From an optimization exercise on the open Yosys and OpenROAD flow, aimed at small area, a short achievable clock period and few clock cycles per item; shortcuts taken in it are not production practice.
The RTL was checked by simulation tests, not by an equivalence proof against the original design.

== before ==
==> flow/design.v <==
module sha256_engine (
    input  wire         clk,
    input  wire         rst,         
    input  wire         msg_valid,
    output reg          msg_ready,
    input  wire [31:0]  msg_data,
    input  wire         msg_first,
    output reg          dig_valid,
    output wire [255:0] dig_data
);
    localparam [1:0] S_WAIT = 2'd0,   
                     S_RUN  = 2'd2,   
                     S_FF   = 2'd3;   
    localparam [31:0] IV0 = 32'h6a09e667, IV1 = 32'hbb67ae85,
                      IV2 = 32'h3c6ef372, IV3 = 32'ha54ff53a,
                      IV4 = 32'h510e527f, IV5 = 32'h9b05688c,
                      IV6 = 32'h1f83d9ab, IV7 = 32'h5be0cd19;
    localparam [2047:0] KT1 = {
        32'h428a2f98, 32'hc67178f2, 32'hbef9a3f7, 32'ha4506ceb,
        32'h90befffa, 32'h8cc70208, 32'h84c87814, 32'h78a5636f,
        32'h748f82ee, 32'h682e6ff3, 32'h5b9cca4f, 32'h4ed8aa4a,
        32'h391c0cb3, 32'h34b0bcb5, 32'h2748774c, 32'h1e376c08,
        32'h19a4c116, 32'h106aa070, 32'hf40e3585, 32'hd6990624,
        32'hd192e819, 32'hc76c51a3, 32'hc24b8b70, 32'ha81a664b,
        32'ha2bfe8a1, 32'h92722c85, 32'h81c2c92e, 32'h766a0abb,
        32'h650a7354, 32'h53380d13, 32'h4d2c6dfc, 32'h2e1b2138,
        32'h27b70a85, 32'h14292967, 32'h06ca6351, 32'hd5a79147,
        32'hc6e00bf3, 32'hbf597fc7, 32'hb00327c8, 32'ha831c66d,
        32'h983e5152, 32'h76f988da, 32'h5cb0a9dc, 32'h4a7484aa,
        32'h2de92c6f, 32'h240ca1cc, 32'h0fc19dc6, 32'hefbe4786,
        32'he49b69c1, 32'hc19bf174, 32'h9bdc06a7, 32'h80deb1fe,
        32'h72be5d74, 32'h550c7dc3, 32'h243185be, 32'h12835b01,
        32'hd807aa98, 32'hab1c5ed5, 32'h923f82a4, 32'h59f111f1,
        32'h3956c25b, 32'he9b5dba5, 32'hb5c0fbcf, 32'h71374491
    };
    reg  [1:0]   st;
    reg  [5:0]   t;             
    reg  [3:0]   sc;            
    reg          free;          
    reg          fst_cur;       
    reg          hiv;           
    reg  [31:0]  w [0:15];      
    reg  [31:0]  a, b, c, d, e, f, g, hh;
    reg  [31:0]  kr;            
    reg  [31:0]  ha [0:3];      
    reg  [31:0]  he [0:3];      
    reg          run;           
    reg          ff;            
    reg          sched;         
    reg          hstep;         
    reg          take0;         
    wire xfer   = msg_valid & msg_ready;
    wire ivload = xfer & take0 & (msg_first | hiv);
    wire [31:0] w1  = w[1];
    wire [31:0] w14 = w[14];
    wire [31:0] s0w = {w1[6:0], w1[31:7]} ^ {w1[17:0], w1[31:18]} ^ (w1 >> 3);
    wire [31:0] s1w = {w14[16:0], w14[31:17]} ^ {w14[18:0], w14[31:19]} ^ (w14 >> 10);
    wire [31:0] w_next = s1w + w[9] + s0w + w[0];
    wire [31:0] wt     = w[15];
    wire [31:0] big_s1 = {e[5:0], e[31:6]} ^ {e[10:0], e[31:11]} ^ {e[24:0], e[31:25]};
    wire [31:0] big_s0 = {a[1:0], a[31:2]} ^ {a[12:0], a[31:13]} ^ {a[21:0], a[31:22]};
    wire [31:0] ch     = (e & f) ^ (~e & g);
    wire [31:0] maj    = (a & b) ^ (a & c) ^ (b & c);
    wire [31:0] k_s  = hh ^ kr ^ wt;
    wire [31:0] k_c  = ((hh & kr) | (hh & wt) | (kr & wt)) << 1;
    wire [31:0] aa_s = k_s ^ k_c ^ ch;
    wire [31:0] aa_c = ((k_s & k_c) | (k_s & ch) | (k_c & ch)) << 1;
    wire [31:0] ea_s = aa_s ^ aa_c ^ d;
    wire [31:0] ea_c = ((aa_s & aa_c) | (aa_s & d) | (aa_c & d)) << 1;
    wire [31:0] eb_s = ea_s ^ ea_c ^ big_s1;
    wire [31:0] eb_c = ((ea_s & ea_c) | (ea_s & big_s1) | (ea_c & big_s1)) << 1;
    wire [31:0] ab_s = big_s0 ^ big_s1 ^ maj;
    wire [31:0] ab_c = ((big_s0 & big_s1) | (big_s0 & maj) | (big_s1 & maj)) << 1;
    wire [31:0] ac_s = aa_s ^ aa_c ^ ab_s;
    wire [31:0] ac_c = ((aa_s & aa_c) | (aa_s & ab_s) | (aa_c & ab_s)) << 1;
    wire [31:0] ad_s = ac_s ^ ac_c ^ ab_c;
    wire [31:0] ad_c = ((ac_s & ac_c) | (ac_s & ab_c) | (ac_c & ab_c)) << 1;
    wire [31:0] a_rnd  = ad_s + ad_c;
    wire [31:0] e_rnd  = eb_s + eb_c;
    reg  [31:0] iva, ive;
    always @(*) begin
        case (t[1:0])
            2'd0: begin iva = IV0; ive = IV4; end    
            2'd1: begin iva = IV3; ive = IV7; end    
            2'd2: begin iva = IV2; ive = IV6; end    
            default: begin iva = IV1; ive = IV5; end  
        endcase
    end
    wire [31:0] sum_a = (fst_cur ? iva : ha[3]) + a;
    wire [31:0] sum_e = (fst_cur ? ive : he[3]) + e;
    assign dig_data = {ha[0], ha[1], ha[2], ha[3], he[0], he[1], he[2], he[3]};
    integer i;
    reg [1:0] st_n;
    reg [5:0] t_n;
    reg [3:0] sc_n;
    reg       free_n;
    always @(*) begin
        st_n   = st;
        t_n    = t;
        sc_n   = sc + 4'd1;
        free_n = free & ~xfer;
        case (st)
            S_RUN: begin
                t_n = t + 6'd1;
                if (t == 6'd63)
                    st_n = S_FF;
                else if (t <= 6'd14 && !xfer)
                    st_n = S_WAIT;
            end
            S_FF: st_n = xfer ? S_RUN : S_WAIT;
            default: if (xfer) st_n = S_RUN;   
        endcase
        if (st_n == S_WAIT && st != S_WAIT)
            sc_n = 4'd0;
        if (free_n)
            sc_n = 4'd15;
        if (rst) begin
            st_n   = S_WAIT;
            t_n    = 6'd0;
            free_n = 1'b1;
            sc_n   = 4'd15;
        end
    end
    wire run_n = (st_n == S_RUN);
    always @(posedge clk) begin
        st      <= st_n;
        t       <= t_n;
        sc      <= sc_n;
        free    <= free_n;
        run     <= run_n;
        ff      <= (st_n == S_FF);
        sched   <= run_n & (t_n >= 6'd15) & (t_n <= 6'd62);
        hstep   <= (run_n & (t_n >= 6'd61)) | (st_n == S_FF);
        take0   <= (st_n == S_FF) | ((st_n == S_WAIT) & (t_n == 6'd0));
        msg_ready <= (run_n & (t_n <= 6'd14)) | (st_n == S_FF) |
                     ((st_n == S_WAIT) & (sc_n == 4'd15));
        dig_valid <= ~rst & ff;
        if (xfer & take0)
            fst_cur <= msg_first | hiv;
        if (rst)
            hiv <= 1'b1;
        else if (xfer & take0)
            hiv <= 1'b0;
        if (rst || ff)
            kr <= 32'h428a2f98;          
        else if (run)
            kr <= KT1[{t, 5'd0} +: 32];
    end
    always @(posedge clk) begin
        for (i = 0; i < 15; i = i + 1)
            w[i] <= w[i+1];
        w[15] <= sched ? w_next : xfer ? msg_data : w[0];
    end
    always @(posedge clk) begin
        if (hstep) begin
            ha[0] <= sum_a; ha[1] <= ha[0]; ha[2] <= ha[1]; ha[3] <= ha[2];
            he[0] <= sum_e; he[1] <= he[0]; he[2] <= he[1]; he[3] <= he[2];
        end
    end
    always @(posedge clk) begin
        if (ivload) begin
            {a, b, c, d, e, f, g, hh} <= {IV0, IV1, IV2, IV3, IV4, IV5, IV6, IV7};
        end else if (ff) begin
            {a, b, c, d} <= {sum_a, ha[0], ha[1], ha[2]};
            {e, f, g, hh} <= {sum_e, he[0], he[1], he[2]};
        end else begin
            hh <= g;
            g  <= f;
            f  <= e;
            e  <= run ? e_rnd : d;
            d  <= c;
            c  <= b;
            b  <= a;
            a  <= run ? a_rnd : hh;
        end
    end
endmodule
clock: 20.0 ns
lec_check: 0
cap_margin: 20
core_margin: 2
core_utilization: 60
slew_margin: 20
standard.sh (not shown) runs the stock make flow with config.mk's settings and CLKGATE_MAP_FILE= SYNTH_SCRIPT=/design/flow/synth_recipe.tcl, a recipe that flattens the netlist after the stock synthesis.
==> flow/flow/run.sh <==
#!/bin/bash
# The standard layout, with two changes to how it is made:
#  - timing repair aims at a setup slack margin far above zero, so that the
#    resizer works on the paths that set the achieved period;
#  - the port buffers that the standard flow puts on every input and output
#    are buf_2 cells.
# The clock, constraints and every step are otherwise the standard ones.
set -o pipefail
bash standard.sh SETUP_SLACK_MARGIN=14.5 \
    "BUFFER_PORTS_ARGS=-buffer_cell sky130_fd_sc_hd__buf_2" finish > standard.log 2>&1
Testbench counts of before, summed over its fixed seeds: cycles 104,016, items 1,600.
For after, these inputs were changed with respect to before:
-- flow/design.v --
<<< before, line 36
    reg  [1:0]   st;
    reg  [5:0]   t;             
    reg  [3:0]   sc;            
    reg          free;          
    reg          fst_cur;       
>>> after, line 36
    reg  [1:0]   st;
    reg  [5:0]   t;             
    reg  [6:0]   sc;            
    reg          free;          
    reg          fst_cur;       
<<< before, line 43
    reg  [31:0]  a, b, c, d, e, f, g, hh;
    reg  [31:0]  kr;            
    reg  [31:0]  ha [0:3];      
    reg  [31:0]  he [0:3];      
    reg          run;           
    reg          ff;            
>>> after, line 43
    reg  [31:0]  a, b, c, d, e, f, g, hh;
    reg  [31:0]  kr;            
    reg  [31:0]  ha [0:4];      
    reg  [31:0]  he [0:4];      
    reg          run;           
    reg          ff;            
<<< before, line 87
        endcase
    end
    wire [31:0] sum_a = (fst_cur ? iva : ha[3]) + a;
    wire [31:0] sum_e = (fst_cur ? ive : he[3]) + e;
    assign dig_data = {ha[0], ha[1], ha[2], ha[3], he[0], he[1], he[2], he[3]};
    integer i;
    reg [1:0] st_n;
    reg [5:0] t_n;
    reg [3:0] sc_n;
    reg       free_n;
    always @(*) begin
        st_n   = st;
        t_n    = t;
        sc_n   = sc + 4'd1;
        free_n = free & ~xfer;
        case (st)
>>> after, line 87
        endcase
    end
    wire [31:0] sum_a = (fst_cur ? iva : ha[4]) + a;
    wire [31:0] sum_e = (fst_cur ? ive : he[4]) + e;
    assign dig_data = {ha[0], ha[1], ha[2], ha[3], he[0], he[1], he[2], he[3]};
    integer i;
    reg [1:0] st_n;
    reg [5:0] t_n;
    reg [6:0] sc_n;
    reg       free_n;
    always @(*) begin
        st_n   = st;
        t_n    = t;
        sc_n   = (sc == 7'd79) ? 7'd0 : sc + 7'd1;
        free_n = free & ~xfer;
        case (st)
<<< before, line 112
        endcase
        if (st_n == S_WAIT && st != S_WAIT)
            sc_n = 4'd0;
        if (free_n)
            sc_n = 4'd15;
        if (rst) begin
            st_n   = S_WAIT;
            t_n    = 6'd0;
            free_n = 1'b1;
            sc_n   = 4'd15;
        end
    end
>>> after, line 112
        endcase
        if (st_n == S_WAIT && st != S_WAIT)
            sc_n = 7'd0;
        if (free_n)
            sc_n = 7'd79;
        if (rst) begin
            st_n   = S_WAIT;
            t_n    = 6'd0;
            free_n = 1'b1;
            sc_n   = 7'd79;
        end
    end
<<< before, line 134
        take0   <= (st_n == S_FF) | ((st_n == S_WAIT) & (t_n == 6'd0));
        msg_ready <= (run_n & (t_n <= 6'd14)) | (st_n == S_FF) |
                     ((st_n == S_WAIT) & (sc_n == 4'd15));
        dig_valid <= ~rst & ff;
        if (xfer & take0)
>>> after, line 134
        take0   <= (st_n == S_FF) | ((st_n == S_WAIT) & (t_n == 6'd0));
        msg_ready <= (run_n & (t_n <= 6'd14)) | (st_n == S_FF) |
                     ((st_n == S_WAIT) & (sc_n == 7'd79));
        dig_valid <= ~rst & ff;
        if (xfer & take0)
<<< before, line 153
    end
    always @(posedge clk) begin
        if (hstep) begin
            ha[0] <= sum_a; ha[1] <= ha[0]; ha[2] <= ha[1]; ha[3] <= ha[2];
            he[0] <= sum_e; he[1] <= he[0]; he[2] <= he[1]; he[3] <= he[2];
        end
    end
>>> after, line 153
    end
    always @(posedge clk) begin
        ha[0] <= hstep ? sum_a : ha[4];
        he[0] <= hstep ? sum_e : he[4];
        for (i = 1; i < 5; i = i + 1) begin
            ha[i] <= ha[i-1];
            he[i] <= he[i-1];
        end
    end
==> comparison <==
Area after synthesis on after is down relative to before. Against before, after reports a synthesized net count that is higher. Looking at synthesized cell count across before and after, the one that comes out higher is after. From before to after the numbers moved as follows: area added between synthesis and finish held steady. Against before, after comes in 0.27 points higher on final design utilization. The critical path class comes out input pin to register in one run and register to output port in the other, namely in after and before respectively.
Testbench counts of after, summed over its fixed seeds: cycles 104,016, items 1,600.

==> what the ideal ports hide <==
How much do the figures lean on ideal ports? The routed layouts below were timed once more, with nothing changed but the port constraints. Step 1 sets driving cells, clkbuf_16 on the clock port and buf_2 on the other inputs (assumed; they add their load-dependent delay and slew). Step 2, shift: input delay + t, output delay - t, t = (earliest + latest rising clock arrival at the registers) / 2. This alone moves slack from input paths to output paths. a / b / c = no drivers / after step 1 / after step 2; a / b = the first two.
| run | t (ns) | slack for setup (ns) | worst slew at a driven data input, ns |
|---|---|---|---|
| before | 0.780 | 14.523 / 14.449 / 13.985 | 0.04 |
| after | 0.762 | 14.523 / 14.506 / 13.807 | 0.04 |
After both steps every run listed still meets setup and hold. The setup slack of after, which loses most, moves by -0.017 ns with the drivers and by -0.716 ns with both steps.
